What follows belongs to an exercise in optimizing a design on an open flow for small area and a short achievable clock period; a production flow would make more cautious choices.
The RTL was checked by simulation tests, not by an equivalence proof against the original design.

### design/flow/flow/abc_speed.script
strash
&get -n
&fraig -x
&put
scorr
dc2
strash
&get -n
&dch -f
&nf
&put
buffer -c
topo
stime -c
upsize -c
dnsize -c
### design/flow/flow/run.sh
#!/bin/bash
# The standard layout (standard.sh), with one change to synthesis: ABC maps the
# logic with flow/abc_speed.script (area-oriented cut mapping, then ABC's
# buffering and sizing) in place of ORFS's delay-oriented script. Every other
# step, and every other script, is ORFS's own.
set -euo pipefail
here=$(pwd)
rm -rf "$here/synth_scripts"
cp -r "$FLOW_HOME/scripts" "$here/synth_scripts"
cp "$here/flow/abc_speed.script" "$here/synth_scripts/abc_speed.script"
bash standard.sh SCRIPTS_DIR="$here/synth_scripts" synth > "$here/synth.log" 2>&1
bash standard.sh > "$here/layout.log" 2>&1
### design/flow/design.v
module ce_agu (
    input  wire        clk,
    input  wire        rst,         
    input  wire        wr_en,
    input  wire [4:0]  wr_sel,
    input  wire [15:0] wr_data,
    input  wire [4:0]  rd_sel,
    output wire [15:0] rd_data,
    input  wire        x_en,
    input  wire [1:0]  x_k,
    input  wire [15:0] x_disp,
    input  wire        x_upd,
    output wire [15:0] x_ea,
    output wire        x_fault,
    input  wire        y_en,
    input  wire [1:0]  y_k,
    input  wire [15:0] y_disp,
    input  wire        y_upd,
    output wire [15:0] y_ea,
    output wire        y_fault
);
    localparam DS = 8;           
    reg [15:0] xa [0:3];
    reg [15:0] ya [0:3];
    reg [15:0] xn [0:3];
    reg [15:0] yn [0:3];
    reg [15:0] xm [0:3];
    reg [15:0] ym [0:3];
    reg [32:0] pr [0:8];
    function [15:0] radd;
        input [15:0] x;
        input [15:0] y;
        input        ci;
        reg          c;
        integer      i;
        begin
            c = ci;
            for (i = 0; i < 16; i = i + 1) begin
                radd[i] = x[i] ^ y[i] ^ c;
                c = (x[i] & y[i]) | (x[i] & c) | (y[i] & c);
            end
        end
    endfunction
    function [15:0] radd3;
        input [15:0] x;
        input [15:0] y;
        input [15:0] z;
        reg   [15:0] sv;
        reg   [15:0] cv;
        integer      i;
        begin
            for (i = 0; i < 16; i = i + 1) begin
                sv[i] = x[i] ^ y[i] ^ z[i];
                cv[i] = (x[i] & y[i]) | (x[i] & z[i]) | (y[i] & z[i]);
            end
            radd3 = radd(sv, {cv[14:0], 1'b0}, 1'b0);
        end
    endfunction
    function [15:0] rev16;
        input [15:0] v;
        integer i;
        begin
            for (i = 0; i < 16; i = i + 1)
                rev16[i] = v[15 - i];
        end
    endfunction
    function [14:0] dv_step;
        input [14:0] sh;
        input [13:0] len;
        input integer w;
        reg   [15:0] df;
        reg   [14:0] mk;
        begin
            mk = (15'd1 << w) - 15'd1;
            df = {1'b0, sh & mk} + {1'b0, ~{1'b0, len} & mk};
            if (df[w] && ({1'b0, len} >> w) == 15'd0)
                dv_step = df[14:0] & mk;
            else
                dv_step = sh & mk;
        end
    endfunction
    wire [2:0]  wr_p   = {wr_sel[2], wr_sel[1:0]};
    wire [15:0] wn_old = wr_p[2] ? yn[wr_p[1:0]] : xn[wr_p[1:0]];
    wire [15:0] wm_old = wr_p[2] ? ym[wr_p[1:0]] : xm[wr_p[1:0]];
    wire [15:0] f_n    = wr_sel[4] ? wn_old : wr_data;          
    wire [13:0] f_len  = wr_sel[4] ? wr_data[13:0] : wm_old[13:0];
    wire [14:0] f_v    = f_n[14:0] ^ {15{f_n[15]}};
    wire [14:0] f_r [0:DS];
    assign f_r[0] = 15'd0;
    genvar s;
    generate
        for (s = 0; s < DS; s = s + 1) begin : dv_front
            assign f_r[s+1] = dv_step({f_r[s][13:0], f_v[14 - s]}, f_len, s + 1);
        end
    endgenerate
    wire [32:0]    dv_st  = pr[8];
    wire [2:0]     dp     = dv_st[32:30];
    wire [13:0]    dv_len = dv_st[29:16];
    wire [DS-1:0]  dv_r0  = dv_st[15:16-DS];
    wire           dv_neg = dv_st[15-DS];
    wire [14-DS:0] dv_vlo = dv_st[14-DS:0];
    wire [14:0] b_r [DS:15];
    assign b_r[DS] = {{(15-DS){1'b0}}, dv_r0};
    generate
        for (s = DS; s < 15; s = s + 1) begin : dv_back
            assign b_r[s+1] = dv_step({b_r[s][13:0], dv_vlo[14 - s]}, dv_len, s + 1);
        end
    endgenerate
    wire [13:0] dv_q   = b_r[15][13:0];
    wire [13:0] dv_rem = dv_neg ? dv_len - dv_q : dv_q;
    function bad_mode;
        input [15:0] mr;
        begin
            bad_mode = (mr[15:14] == 2'd3) ||
                       (mr[15:14] == 2'd2 && (mr[3:0] == 4'd0 || mr[3:0] == 4'd15));
        end
    endfunction
    function [15:0] addr_update;
        input [15:0] a;
        input [15:0] n;
        input [15:0] mr;
        input [13:0] r;
        reg   [13:0] pmask;      
        reg   [13:0] off;
        reg   [15:0] s0, s1, s2;
        reg   [13:0] res;
        reg   [15:0] mmask;      
        reg   [15:0] bsum;
        integer      i;
        begin
            for (i = 0; i < 14; i = i + 1)
                pmask[i] = |(mr[13:0] >> i);
            off = a[13:0] & pmask;
            s0  = radd({2'b00, off}, {2'b00, r}, 1'b0);
            s1  = radd3({2'b00, off}, {2'b00, r}, ~{2'b00, mr[13:0]});           
            s2  = radd3({2'b00, off}, {2'b00, r}, {~{2'b00, mr[13:0]}, 1'b0} | 16'd0);  
            res = !s2[15] ? s2[13:0] : !s1[15] ? s1[13:0] : s0[13:0];
            for (i = 0; i < 16; i = i + 1)
                mmask[i] = (i < mr[3:0]);
            bsum = rev16(radd(rev16(a & mmask), rev16(n & mmask), 1'b0));
            case (mr[15:14])
                2'd0:    addr_update = radd(a, n, 1'b0);
                2'd1:    addr_update = {a[15:14], (a[13:0] & ~pmask) | res};
                default: addr_update = (a & ~mmask) | bsum;
            endcase
        end
    endfunction
    wire [15:0] xa_s = xa[x_k];
    wire [15:0] ya_s = ya[y_k];
    wire [15:0] xm_s = xm[x_k];
    wire [15:0] ym_s = ym[y_k];
    assign x_ea = xa_s + x_disp;
    assign y_ea = ya_s + y_disp;
    assign x_fault = x_en && x_upd && bad_mode(xm_s);
    assign y_fault = y_en && y_upd && bad_mode(ym_s);
    wire any_fault = x_fault || y_fault;
    wire x_do_upd  = x_en && x_upd && !any_fault;
    wire y_do_upd  = y_en && y_upd && !any_fault;
    wire [32:0] xr_e = pr[{1'b0, x_k}];
    wire [32:0] yr_e = pr[{1'b1, y_k}];
    wire [13:0] xr_s = (dp == {1'b0, x_k}) ? dv_rem : xr_e[13:0];
    wire [13:0] yr_s = (dp == {1'b1, y_k}) ? dv_rem : yr_e[13:0];
    wire [15:0] x_next = addr_update(xa_s, xn[x_k], xm_s, xr_s);
    wire [15:0] y_next = addr_update(ya_s, yn[y_k], ym_s, yr_s);
    wire [383:0] rd_all;
    genvar g;
    generate
        for (g = 0; g < 4; g = g + 1) begin : rd_words
            assign rd_all[      g * 16 +: 16] = xa[g];
            assign rd_all[ 64 + g * 16 +: 16] = ya[g];
            assign rd_all[128 + g * 16 +: 16] = xn[g];
            assign rd_all[192 + g * 16 +: 16] = yn[g];
            assign rd_all[256 + g * 16 +: 16] = xm[g];
            assign rd_all[320 + g * 16 +: 16] = ym[g];
        end
    endgenerate
    assign rd_data = (rd_sel[4:3] == 2'b11) ? 16'd0 : rd_all[rd_sel * 16 +: 16];
    wire [15:0] wd     = wr_data & {16{!rst}};
    wire [15:0] x_nd   = x_next & {16{!rst}};
    wire [15:0] y_nd   = y_next & {16{!rst}};
    wire        wr_nm  = wr_en && (wr_sel[4:3] == 2'b01 || wr_sel[4:3] == 2'b10);
    wire [32:0] dv_new = {wr_p, f_len, f_r[DS][DS-1:0], f_n[15], f_v[14-DS:0]} & {33{!rst}};
    wire [32:0] rem_d  = {19'd0, dv_rem & {14{!rst}}};
    integer j;
    always @(posedge clk) begin
        if (rst) begin
            for (j = 0; j < 4; j = j + 1) begin
                xa[j] <= wd;
                ya[j] <= wd;
                xn[j] <= wd;
                yn[j] <= wd;
                xm[j] <= wd;
                ym[j] <= wd;
            end
            for (j = 0; j < 9; j = j + 1)
                pr[j] <= rem_d;
        end
        if (x_do_upd)
            xa[x_k] <= x_nd;
        if (y_do_upd)
            ya[y_k] <= y_nd;
        pr[dp] <= rem_d;
        if (wr_nm)
            pr[8] <= dv_new;
        if (wr_en) begin
            case (wr_sel[4:2])
                3'd0: xa[wr_sel[1:0]] <= wd;
                3'd1: ya[wr_sel[1:0]] <= wd;
                3'd2: xn[wr_sel[1:0]] <= wd;
                3'd3: yn[wr_sel[1:0]] <= wd;
                3'd4: xm[wr_sel[1:0]] <= wd;
                3'd5: ym[wr_sel[1:0]] <= wd;
                default: ;
            endcase
        end
    end
endmodule
### design/flow/constraint.sdc
create_clock -name core_clock -period 60.0 [get_ports {clk}]
set_input_delay 12.0000 -clock core_clock [delete_from_list [all_inputs] [get_ports {clk}]]
set_output_delay 12.0000 -clock core_clock [all_outputs]
set_load 0.01 [all_outputs]
### design/flow/standard.sh
#!/bin/bash
# synth_recipe.tcl (not shown) runs the flow's synth.tcl, then flattens the netlist and writes it again
# the make line also repeats each setting of config.mk as NAME=value (left out here)
make -C /OpenROAD-flow-scripts/flow DESIGN_CONFIG=/design/flow/config.mk WORK_HOME=/design/flow/orfs CLKGATE_MAP_FILE= SYNTH_SCRIPT=/design/flow/synth_recipe.tcl "${@:-finish}"
### design/flow/config.mk
export PLATFORM = sky130hd
export DESIGN_NAME = ce_agu
export DESIGN_NICKNAME = ce_agu
export VERILOG_FILES = /design/flow/design.v
export SDC_FILE = /design/flow/constraint.sdc
export NUM_CORES = 4
export LEC_CHECK = 0
export CAP_MARGIN = 20
export CORE_MARGIN = 2
export CORE_UTILIZATION = 40
export SLEW_MARGIN = 20
==> summary.txt, run 1 <==
# TYPE chip_impl_metric gauge
chip_impl_metric{name="synthSimpleGateAreaFrac",unit="%"} 9.28
chip_impl_metric{name="worst-path-max-fanout",unit=""} 31
chip_impl_metric{name="number_of_antenna_violations_at_the_first_check_in_global_routing",unit=""} 1
chip_impl_metric{name="routabilityCongestion",unit=""} 0.974
chip_impl_info{name="grt_setup_unrepaired",value="no"} 1
chip_impl_metric{name="routed_via_density",unit=""} 6.33
chip_impl_metric{name="syn_area",unit="um2"} 39800
chip_impl_info{name="setup.worst_path.class",value="input port to output pin"} 1
chip_impl_metric{name="avgSynthCellArea",unit="um2"} 10.7
chip_impl_metric{name="critical_path_required",unit="ns"} 48.00
chip_impl_info{name="clockRootBuffer",value="sky130_fd_sc_hd__clkbuf_16"} 1
chip_impl_metric{name="critPathBufInv",unit=""} 4
chip_impl_metric{name="placement_rows",unit=""} 115
chip_impl_metric{name="synth_mux_area_share",unit="%"} 9.70
chip_impl_info{name="combinational_family_with_the_most_area_after_synthesis",value="compound AO/OA/AOI/OAI gates"} 1
chip_impl_metric{name="htree_levels",unit=""} 2
chip_impl_metric{name="post-synth-top-area-fraction",unit="%"} 39.9
chip_impl_metric{name="grt_max_degree",unit=""} 73
chip_impl_info{name="status",value="finished clean"} 1
chip_impl_info{name="crit_chain",value="clkdlybuf4s50_1, and2_2, buf_4, a222oi_1, a21boi_0, inv_1, ha_1, a21o_1, a21oi_1, o21ai_0, a21oi_1, o21ai_0, a21oi_1, o21ai_0, a21oi_1, o21ai_0, a21o_1, a21oi_1, o21bai_1, a21oi_1, xnor2_1, clkdlybuf4s50_1"} 1
chip_impl_metric{name="syn_inst",unit=""} 3720
chip_impl_metric{name="synth_fp_nets",unit=""} 4159
chip_impl_metric{name="via_count",unit=""} 32600
chip_impl_metric{name="adder_cell_area_share_of_the_yosys_netlist",unit="%"} 15.3
chip_impl_metric{name="timing.fmax",unit="MHz"} 33.6
chip_impl_metric{name="final_net_count",unit=""} 4253
chip_impl_metric{name="postSynthRegisterBits",unit=""} 529
chip_impl_metric{name="drv.max_cap_violation_count",unit=""} 0
chip_impl_metric{name="clk-insertion-delay-late",unit="ns"} 0.69
chip_impl_info{name="synth-main-ff-cell",value="sky130_fd_sc_hd__edfxtp_1"} 1
chip_impl_metric{name="dp_hpwl",unit="um"} 111000
chip_impl_metric{name="timing.clock.skew",unit="ns"} 0.0833
chip_impl_metric{name="port-buffer-count",unit=""} 118
chip_impl_metric{name="maximum_buffer_depth_of_the_clock_tree",unit=""} 3
chip_impl_metric{name="die_h",unit="um"} 320
chip_impl_metric{name="report.final.hold_viol_count",unit=""} 0
chip_impl_metric{name="grt_first_pass_wirelength",unit="um"} 216000
chip_impl_metric{name="seqCellArea",unit="um2"} 15900
chip_impl_metric{name="post_layout_minimum_cycle_time",unit="ns"} 29.77
chip_impl_metric{name="post_cts_resized",unit=""} 0
chip_impl_metric{name="global_route.usage.total",unit="%"} 28.9
chip_impl_info{name="synth_area_leaders",value="sky130_fd_sc_hd__edfxtp_1 40%, sky130_fd_sc_hd__fa_1 9.9%, sky130_fd_sc_hd__mux4_2 6.1%, sky130_fd_sc_hd__ha_1 5.4%, sky130_fd_sc_hd__a21oi_1 3.5%"} 1
chip_impl_metric{name="tritoncts_num_sinks",unit=""} 529
chip_impl_info{name="post-synth-top-area-cell",value="sky130_fd_sc_hd__edfxtp_1"} 1
chip_impl_metric{name="global_route.overflow_total",unit=""} 0
chip_impl_metric{name="detail_route.drc_violations",unit=""} 0
chip_impl_metric{name="cts_hold_buffers",unit=""} 0
chip_impl_metric{name="dr.pass1.iters",unit=""} 10
chip_impl_metric{name="coreArea",unit="um2"} 98600
chip_impl_metric{name="final.hold.worst_slack",unit="ns"} 0.906
chip_impl_metric{name="yosysUniqueCellTypes",unit=""} 72
chip_impl_metric{name="drt_first_iter_violations",unit=""} 5056
chip_impl_metric{name="ant_nets",unit=""} 0
chip_impl_metric{name="maxSlewViolCount",unit=""} 0
chip_impl_metric{name="flow.area_growth_from_synthesis",unit="%"} 12.8
chip_impl_metric{name="timing.slew.headroom",unit="%"} 16.4
chip_impl_metric{name="synth-xor-area-share",unit="%"} 3.28
chip_impl_metric{name="post_cts.repair.setup_buffers",unit=""} 0
chip_impl_metric{name="critical-path-max-stage-delay",unit="ns"} 0.64
chip_impl_info{name="critical-path-slowest-cell",value="sky130_fd_sc_hd__clkdlybuf4s50_1"} 1
chip_impl_metric{name="asyncSetResetFlopFracSynth",unit="%"} 0
chip_impl_metric{name="setup-tns-final",unit="ns"} 0
chip_impl_info{name="setup.worst_path.end_class",value="output pin"} 1
chip_impl_metric{name="layout-drive-gt1-share",unit="%"} 11.9
chip_impl_metric{name="synth_sequential_area_ratio",unit="%"} 39.9
chip_impl_metric{name="final.period_utilization",unit="%"} 49.6
chip_impl_metric{name="numCtsBuffers",unit=""} 57
chip_impl_metric{name="synth-edff-count",unit=""} 529
chip_impl_metric{name="initial_core_utilization",unit="%"} 40.4
chip_impl_metric{name="clkTransAtPathRegs",unit="ns"} 0.06
chip_impl_metric{name="first_global_vias",unit=""} 31500
chip_impl_metric{name="cp_data_arrival_time",unit="ns"} 17.77
chip_impl_metric{name="io_pins",unit=""} 119
chip_impl_metric{name="area_of_the_die",unit="um2"} 102000
chip_impl_metric{name="synthesized_area_fraction_occupied_by_ao_oa_aoi_and_oai_cells",unit="%"} 17.8
chip_impl_metric{name="worst_slew_pin_slew",unit="ns"} 1.24
chip_impl_info{name="crit_path_start_kind",value="input port"} 1
chip_impl_metric{name="detail_route.wirelength",unit="um"} 150000
chip_impl_metric{name="multi_input_area",unit="um2"} 22300
chip_impl_metric{name="fillerInstances",unit=""} 9069
chip_impl_info{name="critical-path-top-delay-family",value="compound AO/OA/AOI/OAI gates"} 1
chip_impl_info{name="timing.critical_path.mode_cell",value="sky130_fd_sc_hd__a21oi_1"} 1
chip_impl_metric{name="report.final.setup_viol",unit=""} 0
chip_impl_metric{name="routed_wire_length_per_instance",unit="um"} 29.1
chip_impl_metric{name="yosysWarnings",unit=""} 1
chip_impl_info{name="cts_tree",value="yes"} 1
chip_impl_metric{name="dieWidth",unit="um"} 320
chip_impl_info{name="worstHoldPathType",value="register to register"} 1
worst paths after layout:
kind / to / slack (ns) / startpoint / cells after the start
max: x_ea[15] / 30.23 / x_k[0] / 22
min: pr[2][0] / 0.91 / pr[8][32] / 1
max reg2reg: xa[3][7] / 30.41 / pr[8][17] / 134
min reg2reg: pr[2][0] / 0.91 / pr[8][32] / 1
cells in the final DEF, fill, tap and decap left out, types with 47 or more instances in the layout:
| cell | n |
|---|---|
| sky130_fd_sc_hd__xnor2_1 | 117 |
| sky130_fd_sc_hd__fa_1 | 197 |
| sky130_fd_sc_hd__clkbuf_16 | 57 |
| sky130_fd_sc_hd__o21ai_0 | 261 |
| sky130_fd_sc_hd__a21oi_1 | 279 |
| sky130_fd_sc_hd__inv_1 | 290 |
| sky130_fd_sc_hd__buf_4 | 122 |
| sky130_fd_sc_hd__nor2_1 | 313 |
| sky130_fd_sc_hd__mux4_2 | 108 |
| sky130_fd_sc_hd__clkdlybuf4s50_1 | 113 |
| sky130_fd_sc_hd__a222oi_1 | 123 |
| sky130_fd_sc_hd__edfxtp_1 | 529 |
| sky130_fd_sc_hd__nand2_1 | 329 |
| sky130_fd_sc_hd__a21o_1 | 47 |
| sky130_fd_sc_hd__mux2_2 | 83 |
| sky130_fd_sc_hd__ha_1 | 173 |
sequential cells by signal, summed over array words and instances (netlist names):
signal,count
pr,145
xa,64
xm,64
xn,64
ya,64
ym,64
yn,64
Yosys cell counts (all sizes together), types with 15 or more instances:
library cell	number
nor2	316
buf	48
a22oi	31
fa	197
a222oi	123
ha	173
a21o	47
o32ai	16
o21a	15
xnor2	117
mux2	86
a21oi	282
a221oi	15
and3	23
a22o	20
a211oi	33
nand2	330
o22ai	41
o221ai	17
o21ai	284
xor2	32
nor2b	26
and2	28
nor3	31
inv	292
nand2b	23
mux2i	45
a21boi	48
edfxtp	529
o21bai	35
clkbuf	159
nand3	45
mux4	108
layer usage:
metal / track usage, % / wire, um / up-vias
met5: 0 / 0 / -
met4: 19.1 / 11300 / 0
met3: 5.97 / 16300 / 432
met2: 43.6 / 65200 / 2108
met1: 37.6 / 56800 / 16000
li1: - / - / 14100
area by class of cell:
cell class | instances | share of cell area, %
multi-input combinational | 2691 | 49.7
antenna | 1 | 0.00557
inverter | 293 | 2.45
sequential | 529 | 35.4
tap | 1287 | 3.58
timing repair buffer | 242 | 4.76
clock buffer | 66 | 3.25
clock inverter | 39 | 0.930
metrics by stage:
stage | std cells | util [%] | setup WS (ns) | cell area (um2)
after floorplan | 3720 | - | 32.02 | 39800
after detailed placement | 5039 | 43.6 | 30.39 | 43000
after global routing | 5148 | 45.6 | 27.91 | 44900
after global placement | 5039 | 43.6 | 30.42 | 43000
final | 5148 | 45.6 | 30.23 | 44900
after CTS | 5144 | 45.5 | 30.32 | 44800
logic make-up after synthesis:
| group | count (synthesis) |
|---|---|
| AOI/OAI and AO/OA | 1073 |
| and+or+nand+nor | 860 |
| DFF | 529 |
| buffers and inverters | 500 |
| adders and majority gates | 370 |
| muxes | 239 |
| xor gates and xnor gates | 149 |
==> run 2: changes to the inputs <==
==> design/flow/run.sh (new file) <==
#!/bin/bash
# synth_recipe.tcl (not shown) runs the flow's synth.tcl, then flattens the netlist and writes it again
# the make line also repeats each setting of config.mk as NAME=value (left out here)
make -C /OpenROAD-flow-scripts/flow DESIGN_CONFIG=/design/flow/config.mk WORK_HOME=/design/flow/orfs CLKGATE_MAP_FILE= SYNTH_SCRIPT=/design/flow/synth_recipe.tcl finish
removed: design/flow/flow/run.sh
removed: design/flow/flow/abc_speed.script
removed: design/flow/standard.sh
==> summary.txt, run 2 <==
# TYPE chip_impl_metric gauge
chip_impl_metric{name="dr.pass1.iters",unit=""} 6
chip_impl_info{name="timing.hold.worst.start",value="pr[8][7]"} 1
chip_impl_metric{name="final.hold.worst_slack",unit="ns"} 0.954
chip_impl_metric{name="seqCellArea",unit="um2"} 15900
chip_impl_metric{name="first_global_vias",unit=""} 29500
chip_impl_info{name="worst_r2r_src",value="pr[8][17]"} 1
chip_impl_info{name="grt_setup_unrepaired",value="no"} 1
chip_impl_metric{name="io_pins",unit=""} 119
chip_impl_metric{name="setup-tns-final",unit="ns"} 0
chip_impl_metric{name="synth_fp_nets",unit=""} 3973
chip_impl_metric{name="postSynthRegisterBits",unit=""} 529
chip_impl_metric{name="maximum_buffer_depth_of_the_clock_tree",unit=""} 3
chip_impl_metric{name="asyncSetResetFlopFracSynth",unit="%"} 0
chip_impl_metric{name="avgSynthCellArea",unit="um2"} 12.0
chip_impl_metric{name="report.final.hold_viol_count",unit=""} 0
chip_impl_metric{name="coreArea",unit="um2"} 105000
chip_impl_metric{name="cts_hold_buffers",unit=""} 0
chip_impl_metric{name="initial_core_utilization",unit="%"} 40.2
chip_impl_metric{name="routabilityCongestion",unit=""} 0.933
chip_impl_metric{name="drv.max_cap_violation_count",unit=""} 0
chip_impl_info{name="yosys-top-cells-count",value="529 x sky130_fd_sc_hd__edfxtp_1, 318 x sky130_fd_sc_hd__nand2_1, 295 x sky130_fd_sc_hd__inv_1, 291 x sky130_fd_sc_hd__mux4_2, 232 x sky130_fd_sc_hd__nor2_1"} 1
chip_impl_metric{name="grt_max_degree",unit=""} 56
chip_impl_info{name="setup.worst_path.start",value="x_k[0]"} 1
chip_impl_metric{name="multi_input_area",unit="um2"} 24600
chip_impl_metric{name="final.period_utilization",unit="%"} 47.5
chip_impl_metric{name="detail_route.wirelength",unit="um"} 135000
chip_impl_metric{name="global_route.overflow_total",unit=""} 0
chip_impl_metric{name="placed_cells_incl_taps",unit=""} 4940
chip_impl_metric{name="timing.slew.headroom",unit="%"} 21.8
chip_impl_metric{name="timing.clock.skew",unit="ns"} 0.0279
chip_impl_metric{name="port-buffer-count",unit=""} 118
chip_impl_metric{name="final_net_count",unit=""} 4046
chip_impl_metric{name="synth-edff-count",unit=""} 529
chip_impl_metric{name="timing.fmax",unit="MHz"} 35.1
chip_impl_metric{name="worst_slew_pin_slew",unit="ns"} 1.17
chip_impl_metric{name="syn_inst",unit=""} 3534
chip_impl_metric{name="syn_area",unit="um2"} 42200
chip_impl_metric{name="flop2flop_setup_slack",unit="ns"} 33.45
chip_impl_info{name="status",value="finished clean"} 1
chip_impl_metric{name="routed_wire_length_per_instance",unit="um"} 26.8
chip_impl_metric{name="ant_nets",unit=""} 0
chip_impl_metric{name="yosysWarnings",unit=""} 1
chip_impl_metric{name="drt_first_iter_violations",unit=""} 3474
chip_impl_metric{name="grt_first_pass_wirelength",unit="um"} 198000
chip_impl_metric{name="layout-drive-gt1-share",unit="%"} 16.1
chip_impl_metric{name="post_cts_resized",unit=""} 0
chip_impl_metric{name="layout.cells.non_filler",unit=""} 5044
chip_impl_metric{name="dp_hpwl",unit="um"} 102000
chip_impl_metric{name="post_layout_minimum_cycle_time",unit="ns"} 28.51
chip_impl_metric{name="largest_register_ffs",unit=""} 145
chip_impl_metric{name="tritoncts_num_sinks",unit=""} 529
chip_impl_metric{name="fillerInstances",unit=""} 9572
chip_impl_metric{name="report.final.setup_viol",unit=""} 0
chip_impl_metric{name="yosysUniqueCellTypes",unit=""} 97
chip_impl_metric{name="number_of_antenna_violations_at_the_first_check_in_global_routing",unit=""} 2
chip_impl_metric{name="placement_rows",unit=""} 119
chip_impl_info{name="setup.worst_path.class",value="input port to output pin"} 1
chip_impl_metric{name="global_route.usage.total",unit="%"} 24.8
chip_impl_metric{name="clk-insertion-delay-late",unit="ns"} 0.64
chip_impl_info{name="worstHoldPathType",value="register to register"} 1
chip_impl_info{name="yosysMostFrequentCell",value="sky130_fd_sc_hd__edfxtp_1"} 1
chip_impl_info{name="clockRootBuffer",value="sky130_fd_sc_hd__clkbuf_16"} 1
chip_impl_metric{name="antenna_cells_inserted",unit=""} 0
chip_impl_info{name="setup.worst_path.end_class",value="output pin"} 1
chip_impl_metric{name="ff2ff_path_depth",unit=""} 81
chip_impl_info{name="synth-main-ff-cell",value="sky130_fd_sc_hd__edfxtp_1"} 1
chip_impl_metric{name="post-synth-top-area-fraction",unit="%"} 37.6
chip_impl_info{name="critical_path.reg2reg.endpoint",value="ya[1][11]"} 1
chip_impl_metric{name="synth_sequential_area_ratio",unit="%"} 37.6
chip_impl_metric{name="flow.area_growth_from_synthesis",unit="%"} 11.4
chip_impl_metric{name="routed_via_density",unit=""} 6.07
chip_impl_metric{name="via_count",unit=""} 30600
chip_impl_metric{name="die_h",unit="um"} 329
chip_impl_metric{name="dieWidth",unit="um"} 329
chip_impl_metric{name="maxSlewViolCount",unit=""} 0
chip_impl_info{name="commonest_non_fill_non_tap_cells_in_the_layout",value="529 x sky130_fd_sc_hd__edfxtp_1, 318 x sky130_fd_sc_hd__nand2_1, 295 x sky130_fd_sc_hd__inv_1"} 1
chip_impl_info{name="crit_path_start_kind",value="input port"} 1
chip_impl_info{name="endpoint",value="x_ea[14]"} 1
chip_impl_info{name="most_common_cell_after_layout_fill_and_taps_aside",value="sky130_fd_sc_hd__edfxtp_1"} 1
chip_impl_metric{name="numCtsBuffers",unit=""} 56
chip_impl_metric{name="clkTransAtPathRegs",unit="ns"} 0.06
chip_impl_metric{name="post_cts.repair.setup_buffers",unit=""} 0
chip_impl_info{name="synth_area_leaders",value="sky130_fd_sc_hd__edfxtp_1 38%, sky130_fd_sc_hd__mux4_2 16%, sky130_fd_sc_hd__fa_1 9.3%, sky130_fd_sc_hd__ha_1 5.1%, sky130_fd_sc_hd__mux2i_1 3.4%"} 1
chip_impl_metric{name="worst-path-max-fanout",unit=""} 33
chip_impl_metric{name="cp_data_arrival_time",unit="ns"} 16.51
chip_impl_metric{name="critical_path_required",unit="ns"} 48.00
chip_impl_metric{name="area_of_the_die",unit="um2"} 108000
chip_impl_info{name="cts_tree",value="yes"} 1
chip_impl_info{name="post-synth-top-area-cell",value="sky130_fd_sc_hd__edfxtp_1"} 1
chip_impl_info{name="top_register",value="pr"} 1
chip_impl_metric{name="fin_util",unit="%"} 44.8
chip_impl_metric{name="htree_levels",unit=""} 2
chip_impl_metric{name="detail_route.drc_violations",unit=""} 0
==> run 2: cell types whose count changed in the layout (fill, tap and decap cells not counted), sizes merged, moves of 53 or more <==
cell and delta:
buf -53, nor2 -80, o21ai -78, mux2i +107, a21oi -137, a222oi -123, mux4 +183
==> run 2: how the worst min path moves through the flow <==
stage	end	cells past startpoint	slack (ns)
floorplan	pr[8][0]	3	0.82
global placement	pr[8][0]	2	0.94
detailed placement	pr[8][0]	2	0.94
CTS	pr[8][0]	2	0.96
global route	pr[8][0]	2	1.01
finish	pr[8][0]	2	0.95
==> run 2: worst max-delay path, stage by stage <==
cell	delay, ns
sky130_fd_sc_hd__buf_4	0.26
sky130_fd_sc_hd__buf_4	0.55
sky130_fd_sc_hd__buf_4	0.68
sky130_fd_sc_hd__mux4_2	0.67
sky130_fd_sc_hd__ha_1	0.35
sky130_fd_sc_hd__o21ai_0	0.12
sky130_fd_sc_hd__a21boi_0	0.15
sky130_fd_sc_hd__o21ai_0	0.25
sky130_fd_sc_hd__a21oi_1	0.17
sky130_fd_sc_hd__or4b_2	0.65
sky130_fd_sc_hd__nand3_1	0.10
sky130_fd_sc_hd__clkdlybuf4s50_1	0.53
==> run 2: metal layers <==
metal / up-vias / share of wire [%] / routed length, um / global-route usage, %
met5: - / 0.020 / 27 / 0
met4: 4 / 5.8 / 7800 / 12.4
met3: 270 / 8.4 / 11400 / 4.34
met2: 1439 / 46 / 62700 / 39.4
met1: 15400 / 39 / 53100 / 32.8
li1: 13500 / - / - / -
==> run 2: area by class of cell <==
class,instances,area share [%]
Clock inverter,37,1.15
Tap cell,1391,3.70
Clock buffer,67,3.16
Sequential cell,529,33.8
Inverter,297,2.37
Multi-Input combinational cell,2541,52.4
Timing Repair Buffer,182,3.46
==> run 2: metrics by stage <==
stage	area, um2	setup WS, ns
final	47000	31.49
after global routing	47000	31.06
after CTS	47000	31.43
after detailed placement	45000	31.44
after global placement	45000	31.45
after floorplan	42200	31.73
==> run 2: kinds of logic (layout without fill, tap and decap cells) <==
| group | Yosys count | count (layout) | synth area share [%] |
|---|---|---|---|
| and+or+nand+nor | 833 | 833 | 9.17 |
| AOI/OAI and AO/OA | 708 | 708 | 10.9 |
| DFF | 529 | 529 | 37.6 |
| muxes | 505 | 505 | 21.0 |
| buffers and inverters | 464 | 583 | 4.32 |
| adders and majority gates | 370 | 370 | 14.5 |
| xor gates and xnor gates | 125 | 125 | 2.59 |

==> port drivers added, routing unchanged <==
No port has a modelled driver above. Below, the same layouts with a new extraction and two added sets of constraints.
Step 1 assumes that a clkbuf_16 drives the clock port and a buf_2 every other input.
Step 2 moves the port delays by t, midway between the first and last clock arrival at a register: inputs arrive t later, outputs are due t later. That takes back most of the time a late clock gives input paths.
a / b / c = ideal ports / drivers / drivers and shift; a / b = the first two.
run	shift t [ns]	setup slack, ns	hold slack, ns	slew at the worst register clock pin (ns)
run 1	0.714	30.230 / 30.149 / 30.149	0.906 / 0.906 / 0.906	0.07 / 0.07
run 2	0.695	31.494 / 31.435 / 31.435	0.954 / 0.954 / 0.954	0.08 / 0.08
After both steps every run listed still meets setup and hold. The setup slack of run 1, which loses most, moves by -0.081 ns with the drivers and by -0.081 ns with both steps.
